This is an optimization exercise on Yosys and OpenROAD, whose aim is small area, a short achievable clock period and few clock cycles per item, not a production implementation. Function was checked by simulation only, so behaviour that the tests miss may differ from the original.

==> flow/constraint.sdc <==
create_clock -name core_clock -period 20.0 [get_ports {clk}]
set_input_delay 4.0000 -clock core_clock [delete_from_list [all_inputs] [get_ports {clk}]]
set_output_delay 4.0000 -clock core_clock [all_outputs]
set_load 0.01 [all_outputs]
==> flow/design.v <==
module mpg_plan (
    input             clk,
    input             rst,
    input             start,
    input             setpos,
    input      [31:0] target,
    input      [31:0] cmd,
    input      [31:0] vstart,
    input      [31:0] a1,
    input      [31:0] vswitch,
    input      [31:0] a2,
    input      [31:0] vmax,
    input      [31:0] d2,
    input      [31:0] d1,
    input      [31:0] vstop,
    input      [31:0] soft_min,
    input      [31:0] soft_max,
    output            ready,
    output reg        done,
    output     [31:0] pos_o,
    output     [31:0] vel_o,
    output     [31:0] frac_o,
    output     [31:0] acc_o,
    output     [31:0] vlim_o,
    output     [31:0] flags_o,
    output     [31:0] dist_o,
    output            sat_o
);
    localparam M = 4;    
    localparam C = 8;    
    localparam [3:0] A_REST = 4'd0, A_START = 4'd1, A_ACC1 = 4'd2, A_ACC2 = 4'd3,
                     A_CRUISE = 4'd4, A_DEC2 = 4'd5, A_DEC1 = 4'd6, A_TURN = 4'd7,
                     A_ARRIVE = 4'd8, A_FREEZE = 4'd9;
    localparam F_SNAP = 4, F_REVERSAL = 5, F_AT_TARGET = 6, F_AT_VLIMIT = 7,
               F_TGT_CLAMP = 8, F_TGT_BLOCKED = 9, F_OVERSPEED = 10,
               F_PARAM_ORDER = 11, F_SOFT_STOP = 12, F_UNC_MARK = 13;
    localparam [2:0] S_IDLE = 3'd0, S_PRE = 3'd1, S_SETUP = 3'd2, S_DIV = 3'd3,
                     S_MUL = 3'd4, S_CMP = 3'd5, S_PLAN = 3'd6;
    reg  [55:0] p;               
    reg  [35:0] v;               
    reg  [2:0]  st;
    assign ready = (st == S_IDLE);
    reg  [31:0] r_tgt, r_smin, r_smax;
    reg  [26:0] r_vmax, r_w1;    
    reg  [22:0] r_w0, r_vst;     
    reg         r_pord;
    reg  [30:0] r_a1, r_a2, r_d1, r_d2;
    reg  [4:0]  r_db1, r_db2;    
    reg  [2:0]  r_sel;
    reg         r_freeze, r_stop, r_soft, r_bad;
    function [4:0] f_blen31(input [30:0] x);
        integer i;
        begin
            f_blen31 = 5'd0;
            for (i = 0; i < 31; i = i + 1)
                if (x[i]) f_blen31 = i + 1;
        end
    endfunction
    function [5:0] f_blen36(input [35:0] x);
        integer i;
        begin
            f_blen36 = 6'd0;
            for (i = 0; i < 36; i = i + 1)
                if (x[i]) f_blen36 = i + 1;
        end
    endfunction
    wire [26:0] i_vmax = vmax[26:0];
    wire [26:0] i_vsw  = vswitch[26:0];
    wire [22:0] i_vstp = vstop[22:0];
    wire [26:0] i_vsta = vstart[26:0];
    wire        c_sw_mx = i_vsw < i_vmax;
    wire        c_sp_sw = {4'd0, i_vstp} < i_vsw;
    wire        c_sp_mx = {4'd0, i_vstp} < i_vmax;
    wire        c_sa_sp = i_vsta < {4'd0, i_vstp};
    wire        c_sa_sw = i_vsta < i_vsw;
    wire        c_sa_mx = i_vsta < i_vmax;
    wire [26:0] i_w1   = c_sw_mx ? i_vsw : i_vmax;
    wire        sp_min = c_sp_sw && c_sp_mx;
    wire [26:0] i_w0   = sp_min ? {4'd0, i_vstp} : i_w1;
    wire        sa_min = c_sa_sp && c_sa_sw && c_sa_mx;
    wire [26:0] i_vst  = sa_min ? i_vsta : i_w0;
    wire        i_pord = (i_w1 != i_vsw) || (i_w0 != {4'd0, i_vstp}) || (i_vst != i_vsta);
    wire [1:0]  mode_raw = cmd[1:0];
    wire [2:0]  c3_raw   = cmd[11:9];
    wire        bad_rsv  = |(cmd & 32'hFFFF_F0C0);
    wire [1:0]  mode     = (mode_raw == 2'd3) ? 2'd0 : mode_raw;
    wire        bad_c3   = (c3_raw >= 3'd5) || (c3_raw == 3'd4 && mode != 2'd2);
    wire [2:0]  c3_ok    = bad_c3 ? 3'd0 : c3_raw;
    wire [2:0]  c3       = (mode == 2'd2) ? ((c3_ok == 3'd0) ? 3'd3 : c3_ok) :
                           (mode == 2'd1) ? 3'd0 : c3_ok;
    wire        i_bad    = bad_rsv || (mode_raw == 2'd3) || bad_c3;
    wire        i_freeze = cmd[2] || (c3 == 3'd4 && !cmd[3]);
    wire [2:0]  i_sel    = cmd[3] ? 3'd3 :
                           (mode == 2'd2) ? c3 :
                           (mode == 2'd1) ? 3'd2 :
                           cmd[8] ? 3'd5 :
                           (c3 == 3'd0) ? 3'd1 : c3;
    wire        same0 = (i_w1 == r_w1) && (i_w0[22:0] == r_w0) && (d1[30:0] == r_d1);
    wire [35:0] vmax_e = {1'b0, r_vmax, 8'd0};
    wire [35:0] w1     = {1'b0, r_w1, 8'd0};
    wire [35:0] w0     = {5'd0, r_w0, 8'd0};
    wire [35:0] vst    = {5'd0, r_vst, 8'd0};
    wire [31:0] pos_w  = p[55:24];
    wire [23:0] frac   = p[23:0];
    wire        v_neg  = v[35];
    wire        v_zero = (v == 36'd0);
    wire [35:0] u      = v_neg ? -v : v;
    wire        overspeed = (u > vmax_e);
    wire        u_lt_vst = (u < vst);
    wire        u_lt_w1  = (u < w1);
    wire        u_le_w0  = (u <= w0);
    wire        u_gt_w1  = (u > w1);
    wire        u_lt_vmx = (u < vmax_e);
    wire [35:0] ua1 = u + {5'd0, r_a1};
    wire [35:0] ua2 = u + {5'd0, r_a2};
    wire [35:0] h_1 = (ua1 < w1) ? ua1 : w1;
    wire [35:0] H   = u_lt_vst ? vst : u_lt_w1 ? h_1 : ua2;
    wire [36:0] ud2 = {1'b0, u} - {6'd0, r_d2};
    wire [36:0] ud1 = {1'b0, u} - {6'd0, r_d1};
    wire        g2w = !ud2[36] && (ud2[35:0] > w1);
    wire        g1w = !ud1[36] && (ud1[35:0] > w0);
    wire [35:0] G   = u_gt_w1 ? (g2w ? ud2[35:0] : w1) : (g1w ? ud1[35:0] : w0);
    wire [7:0]  tgt_sx = {8{r_tgt[31]}};
    wire [39:0] w_raw = {tgt_sx, r_tgt, 8'd0};
    wire [39:0] vmx40 = {4'd0, vmax_e};
    wire [39:0] nvmx40 = -vmx40;
    wire        w_hi  = !w_raw[39] && (w_raw > vmx40);
    wire        w_lo  = (w_raw ^ 40'h80_0000_0000) < (nvmx40 ^ 40'h80_0000_0000);
    wire [36:0] w_cl  = w_hi ? {1'b0, vmax_e} : w_lo ? -{1'b0, vmax_e} : w_raw[36:0];
    wire [36:0] w_soft_in = (r_sel == 3'd2) ? w_cl : 37'd0;
    wire        w_in_zero = (w_soft_in == 37'd0);
    wire        ss_zero = v_zero && w_in_zero;
    wire        ss_neg  = v_zero ? w_soft_in[36] : v_neg;
    wire [31:0] lim_t   = ss_neg ? r_smin : r_smax;
    wire [31:0] smin_f = r_smin ^ 32'h8000_0000;
    wire [31:0] smax_f = r_smax ^ 32'h8000_0000;
    wire [31:0] tgt_f  = r_tgt ^ 32'h8000_0000;
    wire        clamp_on = r_soft && (smin_f <= smax_f);
    wire        t_lo = tgt_f < smin_f;
    wire        t_hi = tgt_f > smax_f;
    wire [31:0] plan_t = !clamp_on ? r_tgt : t_lo ? r_smin : t_hi ? r_smax : r_tgt;
    wire        tgt_clamp = clamp_on && (t_lo || t_hi);
    wire        pp_tgt = (r_sel == 3'd1);
    wire [31:0] pt     = pp_tgt ? plan_t : lim_t;
    wire [55:0] pd     = {pt, 24'd0} - p;
    wire        dl_out = (pd == 56'd0) || (ss_neg ? !pd[55] : pd[55]);
    wire        w_same = !w_in_zero && (w_soft_in[36] == ss_neg);
    wire [36:0] w_soft = (dl_out && w_same) ? 37'd0 : w_soft_in;
    wire [36:0] vp_w   = (r_sel == 3'd2) ? (r_soft ? w_soft : w_cl) : 37'd0;
    wire        vp_wz  = (vp_w == 37'd0);
    wire [35:0] vp_t   = vp_w[36] ? -vp_w[35:0] : vp_w[35:0];
    wire        vp_neg = v_zero ? vp_w[36] : v_neg;
    wire [35:0] turn_c = u_le_w0 ? 36'd0 : G;
    wire [35:0] vp_un_c = (!v_zero && (vp_wz || vp_w[36] != v_neg)) ? turn_c :
                          (u < vp_t) ? ((H < vp_t) ? H : vp_t) :
                          (u > vp_t) ? (u_le_w0 ? vp_t : (G > vp_t) ? G : vp_t) : u;
    wire        pd_zero = (pd == 56'd0);
    wire        pd_neg  = pd[55];
    wire [55:0] pd_abs  = pd_neg ? -pd : pd;
    wire        pp_neg  = v_zero ? pd_neg : v_neg;
    wire        pp_rest = v_zero && pd_zero;
    wire        pp_arrive = u_le_w0 && (pd_abs <= {20'd0, w0}) &&
                            (!v_zero || pd_abs <= {20'd0, vst});
    wire        pp_rev  = !v_zero && (pd_zero || pd_neg != v_neg);
    wire [35:0] cru_c   = !u_lt_vmx ? ((u == vmax_e) ? u : (G > vmax_e) ? G : vmax_e) : u;
    wire [35:0] acc_c   = u_lt_vmx ? ((H < vmax_e) ? H : vmax_e) : cru_c;
    wire [35:0] dec_c   = u_le_w0 ? u : G;
    wire        pp_any  = !r_freeze && (r_sel == 3'd1 ||
                          (r_soft && (r_sel == 3'd2 || r_sel == 3'd3)));
    wire        need_pp = pp_any && !pp_rest && !pp_arrive && !pp_rev;
    reg  [35:0] pp_turn, cand_cru, cand_acc, cand_dec, vp_un;
    reg  [1:0]  jsel, jret;      
    reg         jhi;             
    reg  [30:0] rem;
    reg  [35:0] dq;              
    reg  [3:0]  cnt;             
    reg  [57:0] pa;              
    reg         pa_ovf;
    reg  [57:0] tw0;
    reg         tw0_ovf, tw0_ok;
    reg         ok_acc, ok_cru;
    wire [35:0] top   = (jsel == 2'd0) ? w1 : (jsel == 2'd1) ? cand_acc : cand_cru;
    wire [36:0] na    = {1'b0, top} + {1'b1, ~w1};    
    wire [36:0] nb    = {1'b0, top} + {1'b1, ~w0};    
    wire        s_hi  = !na[36];
    wire        s_jv  = s_hi || !nb[36];              
    wire [35:0] s_n   = s_hi ? na[35:0] : nb[35:0];
    wire [4:0]  s_db  = s_hi ? r_db2 : r_db1;
    wire [5:0]  s_nb  = f_blen36(s_n);
    wire [6:0]  s_stp = {1'b0, s_nb} - {2'd0, s_db} + 7'd1;   
    wire [3:0]  s_nc  = s_stp[6] ? 4'd0 : ((s_stp[5:0] + 6'd3) >> 2);
    reg  [66:0] s_init;
    always @* begin
        case (s_nc)
        4'd0: s_init = {31'd0, s_n} << 36;
        4'd1: s_init = {31'd0, s_n} << 32;
        4'd2: s_init = {31'd0, s_n} << 28;
        4'd3: s_init = {31'd0, s_n} << 24;
        4'd4: s_init = {31'd0, s_n} << 20;
        4'd5: s_init = {31'd0, s_n} << 16;
        4'd6: s_init = {31'd0, s_n} << 12;
        4'd7: s_init = {31'd0, s_n} << 8;
        4'd8: s_init = {31'd0, s_n} << 4;
        default: s_init = {31'd0, s_n};
        endcase
    end
    reg  [3:0]  nc_r;            
    wire [30:0] j_dec = jhi ? r_d2 : r_d1;
    reg  [30:0] d_rem;
    reg  [35:0] d_dq;
    reg  [31:0] d_sh;
    reg  [32:0] d_sub;
    integer di;
    always @* begin
        d_rem = rem;
        d_dq  = dq;
        for (di = 0; di < M; di = di + 1) begin
            d_sh  = {d_rem, d_dq[35]};
            d_sub = {1'b0, d_sh} - {2'd0, j_dec};
            d_dq  = {d_dq[34:0], !d_sub[32]};
            d_rem = d_sub[32] ? d_sh[30:0] : d_sub[30:0];
        end
    end
    wire [35:0] base = jhi ? w1 : w0;
    wire [37:0] mx   = {2'd0, top} + {2'd0, base} + {7'd0, rem} + 38'd1;    
    wire [37:0] my   = {1'b0, base, 1'b1} + {7'd0, rem};                     
    wire [39:0] dqx  = {4'd0, dq};
    wire [C-1:0] chunk = dqx[cnt*C +: C];
    wire [66:0] m_sum = {1'b0, pa, {C{1'b0}}} + ({29'd0, mx} * {59'd0, chunk}) +
                        ((cnt == 4'd0) ? {29'd0, my} : 67'd0);
    wire        m_ovf = pa_ovf || (m_sum[66:58] != 9'd0);
    wire [35:0] cc     = (jsel == 2'd1) ? cand_acc : cand_cru;
    wire [37:0] sv     = pp_neg ? ({{2{v[35]}}, v} - {2'd0, cc}) : ({{2{v[35]}}, v} + {2'd0, cc});
    wire [57:0] ee     = {{2{pd[55]}}, pd} - {{21{sv[37]}}, sv[37:1]};
    wire [57:0] e      = pp_neg ? -ee : ee;
    wire [58:0] tsum   = {1'b0, pa} + (jhi ? {1'b0, tw0} : 59'd0);
    wire        t_ovf  = pa_ovf || (jhi && tw0_ovf) || tsum[58];
    wire        ok_c   = !e[57] && !t_ovf && ({e[56:0], 1'b0} >= tsum[57:0]);
    reg  [35:0] pp_un;
    reg  [3:0]  pp_arm;
    reg  [13:0] pp_flags;
    reg         pp_snap;
    function [3:0] f_arm(input [35:0] x, input [35:0] uu, input lt_vst,
                         input lt_w1, input le_w0, input gt_w1);
        if (x > uu)
            f_arm = lt_vst ? A_START : lt_w1 ? A_ACC1 : A_ACC2;
        else if (x == uu)
            f_arm = (uu == 36'd0) ? A_REST : A_CRUISE;
        else if (x == 36'd0 && le_w0)
            f_arm = A_TURN;
        else
            f_arm = gt_w1 ? A_DEC2 : A_DEC1;
    endfunction
    always @* begin
        pp_flags = 14'd0;
        pp_snap  = 1'b0;
        if (pp_rest) begin
            pp_un = 36'd0;
            pp_arm = A_REST;
            pp_flags[F_AT_TARGET] = 1'b1;
        end else if (pp_arrive) begin
            pp_un = 36'd0;
            pp_arm = A_ARRIVE;
            pp_flags[F_SNAP] = 1'b1;
            pp_flags[F_AT_TARGET] = 1'b1;
            pp_snap = 1'b1;
        end else if (pp_rev) begin
            pp_un = pp_turn;
            pp_arm = f_arm(pp_turn, u, u_lt_vst, u_lt_w1, u_le_w0, u_gt_w1);
            pp_flags[F_REVERSAL] = 1'b1;
        end else begin
            pp_un = ok_acc ? cand_acc : ok_cru ? cand_cru : cand_dec;
            pp_arm = f_arm(pp_un, u, u_lt_vst, u_lt_w1, u_le_w0, u_gt_w1);
        end
    end
    wire        sp_pos = !ss_zero && (pp_un <= vp_un);
    wire [3:0]  vp_arm = f_arm(vp_un, u, u_lt_vst, u_lt_w1, u_le_w0, u_gt_w1);
    reg  [35:0] un;
    reg         vneg;
    reg  [3:0]  arm;
    reg  [13:0] fl;
    reg         snap, freeze;
    reg  [31:0] snap_t;
    always @* begin
        fl = 14'd0;
        fl[F_PARAM_ORDER] = r_pord;
        fl[F_OVERSPEED]   = overspeed;
        snap   = 1'b0;
        freeze = 1'b0;
        snap_t = pt;
        un     = 36'd0;
        vneg   = 1'b0;
        arm    = A_REST;
        if (r_freeze) begin
            snap_t = pos_w;
            if (!(r_stop && v_zero && frac == 24'd0)) begin
                arm    = A_FREEZE;
                freeze = 1'b1;
                snap   = 1'b1;
                fl[F_SNAP] = 1'b1;
                if (r_stop && u > w0)
                    fl[F_UNC_MARK] = 1'b1;
            end
        end else if (r_sel == 3'd1) begin
            un   = pp_un;
            vneg = pp_neg;
            arm  = pp_arm;
            fl   = fl | pp_flags;
            snap = pp_snap;
            fl[F_TGT_CLAMP] = tgt_clamp;
        end else if (r_soft && (r_sel == 3'd2 || r_sel == 3'd3)) begin
            if (sp_pos) begin
                un   = pp_un;
                vneg = pp_neg;
                arm  = pp_arm;
                fl   = fl | (pp_flags & ~(14'd1 << F_AT_TARGET));
                fl[F_SOFT_STOP] = (pp_arm == A_ARRIVE);
                snap = pp_snap;
            end else begin
                un   = vp_un;
                vneg = vp_neg;
                arm  = vp_arm;
            end
        end else begin
            un   = vp_un;
            vneg = vp_neg;
            arm  = vp_arm;
            if (r_sel == 3'd5 && r_tgt != pos_w)
                fl[F_TGT_BLOCKED] = 1'b1;
        end
        if (un == vmax_e ||
            (!r_freeze && r_sel == 3'd2 && (vneg ? -{1'b0, un} : {1'b0, un}) == w_cl))
            fl[F_AT_VLIMIT] = 1'b1;
        fl[3:0] = arm;
    end
    wire [36:0] vn    = vneg ? -{1'b0, un} : {1'b0, un};
    wire [37:0] dv    = {vn[36], vn} - {{2{v[35]}}, v};
    wire        dv_hi = !dv[37] && (dv[36:31] != 6'd0);
    wire        dv_lo = dv[37] && (dv[36:31] != 6'h3F);
    wire [31:0] acc_w = dv_hi ? 32'h7FFF_FFFF : dv_lo ? 32'h8000_0000 : dv[31:0];
    wire [36:0] vn_up = vn + 37'd255;
    wire [28:0] lim_x = freeze ? 29'd0 : (!dv[37] && dv != 38'd0) ? vn_up[36:8] : vn[36:8];
    wire [31:0] lim_w = {{3{lim_x[28]}}, lim_x};
    reg  [31:0] acc_r, lim_r, st_r;
    reg  [13:0] fl_r;
    reg         snap_r, sat_r;
    wire [35:0] acc_sx = {{4{acc_r[31]}}, acc_r};
    wire [35:0] v_nx   = snap_r ? 36'd0 : v + acc_sx;
    wire [55:0] p_nx   = snap_r ? {st_r, 24'd0} :
                         p + {{20{v[35]}}, v} + {{25{acc_r[31]}}, acc_r[31:1]};
    assign pos_o   = p_nx[55:24];
    assign vel_o   = {{4{v_nx[35]}}, v_nx[35:8]};
    assign frac_o  = {p_nx[23:0], v_nx[7:0]};
    assign acc_o   = acc_r;
    assign vlim_o  = lim_r;
    assign flags_o = {18'd0, fl_r};
    assign dist_o  = (snap_r ? st_r : r_tgt) - pos_w;
    assign sat_o   = sat_r;
    always @(posedge clk) begin
        if (rst) begin
            st     <= S_IDLE;
            done   <= 1'b0;
            p      <= 56'd0;
            v      <= 36'd0;
            tw0_ok <= 1'b0;
        end else begin
            done <= 1'b0;
            case (st)
            S_IDLE: begin
                if (done) begin
                    p <= p_nx;
                    v <= v_nx;
                end
                if (start) begin
                    r_tgt   <= target;
                    r_smin  <= soft_min;
                    r_smax  <= soft_max;
                    r_vmax  <= i_vmax;
                    r_w1    <= i_w1;
                    r_w0    <= i_w0[22:0];
                    r_vst   <= i_vst[22:0];
                    r_pord  <= i_pord;
                    r_a1    <= a1[30:0];
                    r_a2    <= a2[30:0];
                    r_d1    <= d1[30:0];
                    r_d2    <= d2[30:0];
                    r_db1   <= f_blen31(d1[30:0]);
                    r_db2   <= f_blen31(d2[30:0]);
                    r_sel   <= i_sel;
                    r_freeze <= i_freeze;
                    r_stop  <= cmd[2];
                    r_soft  <= cmd[5];
                    r_bad   <= i_bad;
                    tw0_ok  <= tw0_ok && same0;
                    if (setpos) begin
                        p <= {target, 24'd0};
                        v <= 36'd0;
                    end
                    st <= S_PRE;
                end
            end
            S_PRE: begin
                pp_turn  <= turn_c;
                cand_cru <= cru_c;
                cand_acc <= acc_c;
                cand_dec <= dec_c;
                vp_un    <= vp_un_c;
                ok_acc   <= 1'b0;
                ok_cru   <= 1'b0;
                jsel     <= 2'd1;
                st       <= need_pp ? S_SETUP : S_PLAN;
            end
            S_SETUP: begin
                jhi <= s_hi;
                {rem, dq} <= s_init;
                nc_r <= s_nc;
                pa <= 58'd0;
                pa_ovf <= 1'b0;
                if (s_hi && !tw0_ok && jsel != 2'd0) begin
                    jret <= jsel;
                    jsel <= 2'd0;
                end else if (!s_jv) begin
                    if (jsel == 2'd0) begin
                        tw0     <= 58'd0;
                        tw0_ovf <= 1'b0;
                        tw0_ok  <= 1'b1;
                        jsel    <= jret;
                    end else
                        st <= S_CMP;
                end else if (s_nc == 4'd0) begin
                    cnt <= 4'd0;
                    st  <= S_MUL;
                end else begin
                    cnt <= s_nc;
                    st  <= S_DIV;
                end
            end
            S_DIV: begin
                rem <= d_rem;
                dq  <= d_dq;
                cnt <= cnt - 4'd1;
                if (cnt == 4'd1) begin
                    cnt <= (nc_r - 4'd1) >> 1;     
                    st  <= S_MUL;
                end
            end
            S_MUL: begin
                pa     <= m_sum[57:0];
                pa_ovf <= m_ovf;
                cnt    <= cnt - 4'd1;
                if (cnt == 4'd0) begin
                    if (jsel == 2'd0) begin
                        tw0     <= m_sum[57:0];
                        tw0_ovf <= m_ovf;
                        tw0_ok  <= 1'b1;
                        jsel    <= jret;
                        st      <= S_SETUP;
                    end else
                        st <= S_CMP;
                end
            end
            S_CMP: begin
                if (jsel == 2'd1) begin
                    ok_acc <= ok_c;
                    if (!ok_c && cand_cru != cand_acc && cand_cru != cand_dec) begin
                        jsel <= 2'd2;
                        st   <= S_SETUP;
                    end else
                        st <= S_PLAN;
                end else begin
                    ok_cru <= ok_c;
                    st     <= S_PLAN;
                end
            end
            S_PLAN: begin
                acc_r  <= acc_w;
                lim_r  <= lim_w;
                fl_r   <= fl;
                snap_r <= snap;
                st_r   <= snap_t;
                sat_r  <= r_bad | dv_hi | dv_lo;
                done   <= 1'b1;
                st     <= S_IDLE;
            end
            default: st <= S_IDLE;
            endcase
        end
    end
endmodule
==> flow/config.mk <==
export PLATFORM = sky130hd
export DESIGN_NAME = mpg_plan
export DESIGN_NICKNAME = mpg_plan
export VERILOG_FILES = /design/flow/design.v
export SDC_FILE = /design/flow/constraint.sdc
export NUM_CORES = 4
export LEC_CHECK = 0
export CAP_MARGIN = 20
export CORE_MARGIN = 2
export CORE_UTILIZATION = 25
export PLACE_DENSITY = 0.45
export SLEW_MARGIN = 20
==> flow/run.sh <==
#!/bin/bash
# synth_recipe.tcl (not shown) runs the flow's synth.tcl, then flattens the netlist and writes it again
# the make line also repeats each setting of config.mk as NAME=value (left out here)
make -C /OpenROAD-flow-scripts/flow DESIGN_CONFIG=/design/flow/config.mk WORK_HOME=/design/flow/orfs CLKGATE_MAP_FILE= SYNTH_SCRIPT=/design/flow/synth_recipe.tcl finish
==> metrics.yaml <==
status: "complete, no violations"
cpPeakStageDelay_ns: 0.61
layout_common_cells: "ha_1 (1,669), nor2_1 (1,242), nand2_1 (1,239), inv_1 (1,206), buf_4 (1,149)"
timing.final.crit_share_pct: 96.3
rows: 262
cp_data_arrival_time_ns: 19.92
synth.distinct_cells: 146
stdcell_count: 23500
maxClockFrequency_ghz: 0.0519
nets: 19100
syn_area_um2: 127000
place_ws_ns: -1.23
drt_pass1_iterations: 6
viasPerCell: 5.45
grt.overflow.total: 0
synthesis.instances: 15300
drt_wl_total_um: 695000
required_ns: 20.66
grt_max_degree: 103
fp.dieH_um: 718
worst_pin_slew_ns: 1.25
clock_path_buffers: 4
cts_max_level: 3
setup_slack_ns: 0.733
cp_max_fo: 14
cpMostUsedCell: "buf_4"
worst_skew_pair.late_latency_ns: 0.96
path_clk_slew_ns: 0.06
async_reset_ff_share_pct: 0
slew_headroom_pct: 15.5
drv_cap: 0
grt_pass1_wl_um: 947000
drtIter0Drc: 14100
synth_warnings: 1
root_buffer: "clkbuf_16"
hpwl_um: 577000
finalHoldViolations: 0
portBuffers: 567
ys_ff_latch: 922
worst_clock_skew_ns: 0.0833
initial_utilization_pct: 25.0
grt_pass1_vias: 121000
drc_errors: 0
drive_above_1_share_pct: 11.1
cts_tree: "done"
min_period_ns: 19.27
dp_cells: 23200
final_common_cell: "ha_1"
antenna_found_initial: 75
fin_util_pct: 30.2
seq_area_frac_synth_pct: 21.0
synth_top_area_cell: "edfxtp_1"
design.core.area_um2: 508000
postRouteAntennaNets: 0
die_w_um: 718
hold_class: "reg2reg"
final_cell_area_um2: 153000
synth_top_area_share_pct: 19.5
clock-sinks: 922
multi_input_comb_area_um2: 94700
cp-start-kind: "flip-flop"
ios: 615
drv_slew: 0
synth_edf_count: 825
cp-end-kind: "flip-flop"
avgSynthCellArea_um2: 8.31
synthTopCellsByArea: "edfxtp_1 (19%), ha_1 (16%), fa_1 (5.9%), xnor2_1 (5.4%), a21oi_1 (4.5%)"
wl_per_cell_um: 29.6
holdBufCountCts: 0
placed_cell_area_um2: 148000
cts_buffers: 124
cpMaxStageDelayCell: "or4_1"
die-area_um2: 515000
synth-main-ff-cell: "edfxtp_1"
finalSetupViolations: 0
gr-usage-all-layers_pct: 25.9
syn2layout_area_growth_pct: 20.4
gp_congestion: 1.02
ff_latch_area_um2: 26700
num-fill-cells: 54700
fin_tns_setup_ns: 0
dr_total_vias: 128000
crit_type: "reg2reg"
-- path summary, 6_finish.rpt --
path	from	endpoint	slack, ns	cells past startpoint
worst max-delay path	r_vmax[3]	lim_r[27]	0.73	91
worst max register to register	r_vmax[3]	lim_r[27]	0.73	91
worst min-delay path	r_pord	fl_r[11]	0.43	0
worst min register to register	r_pord	fl_r[11]	0.43	0
-- area by class of cell --
class,instances,area share (%)
multi-input cells,12600,61.8
well taps,6732,5.50
clock inverters,84,0.632
clock buffers,143,2.09
inverters,1215,2.98
diodes,37,0.0604
flip-flops and latches,922,17.4
repair buffers,1732,9.51
-- critical path: cells and delay by family, from the launching register on --
kind / cells / cell delay, ns
adder cells (fa/ha/maj): 5 / 1.50
AO/OA/AOI/OAI: 33 / 6.33
buffers and inverters: 16 / 2.56
AND/OR/NAND/NOR: 33 / 6.99
XOR/XNOR: 4 / 1.06
flip-flops: 1 / 0.53
-- cell families (layout without fill, tap and decap cells) --
family	Yosys count	in the layout	share of synthesized area (%)
other cells	1	55	0.00295
xor+xnor	1230	1230	8.49
compound gates	4233	4233	21.4
mux	397	397	3.30
flops	922	922	21.0
fa+ha+maj	2049	2049	22.4
buf+inv	1774	3174	5.44
simple gates	4704	4704	18.0
-- stage by stage --
step           hold WS (ns)
4_1_cts               0.426
3_5_place_dp          0.425
2_1_floorplan         0.400
3_3_place_gp          0.405
5_1_grt               0.431
6_report              0.426
-- routing by layer --
metal,track usage (%),vias up,wire length (µm)
met5,0,-,225
met3,6.08,1339,64600
met1,33.9,62400,291000
met4,13.2,36,43800
met2,39.6,5840,295000
li1,-,58400,-
-- state kept, by name, summed over array words and instances, names as in the netlist, 29 cells and up --
register and count:
acc_r 32, r_smax 32, r_d1 31, vp_un 36
v 36, r_a2 31, pa 58, rem 31
r_smin 32, st_r 32, cand_cru 36, r_tgt 32
r_a1 31, p 56, tw0 58, pp_turn 36
lim_r 29, cand_dec 36, dq 36, r_d2 31
cand_acc 36
-- synth_stat cells, types with 290 or more instances --
library cell and count:
a21o_1 424, a21oi_1 1134, clkbuf_1 455, edfxtp_1 825, fa_1 377, ha_1 1672
inv_1 1206, mux2i_1 290, nand2_1 1249, nand3_1 306, nor2_1 1256, nor3_1 383
o21ai_0 960, xnor2_1 782, xor2_1 444
-- what timing repair did --
item,CTS,global route
pin swaps,1,30
setup endpoints to repair,61,98
gates resized for setup,30,92
buffers inserted,2,11
Testbench counts, summed over its fixed seeds: cycles 121,659, frames 24,000.

==> separate check: timing with driven ports <==
No port has a modelled driver above. Below, the same layout with a new extraction and two added sets of constraints.
Step 1 assumes that a clkbuf_16 drives the clock port and a buf_2 every other input.
Step 2 times the ports against the registers' clock, not the clock port: input delays grow and output delays shrink by t, the midpoint of the rising clock arrivals with the driver on.
Slacks: no drivers / after step 1 / after step 2; pairs: no drivers / after step 1.
t (ns): 1.038
slack for setup (ns): 0.733 / 0.733 / 0.733
worst setup path at the end: register to register
After both steps this run still meets setup and hold. The setup slack of this run moves by 0.000 ns with the drivers and by 0.000 ns with both steps.
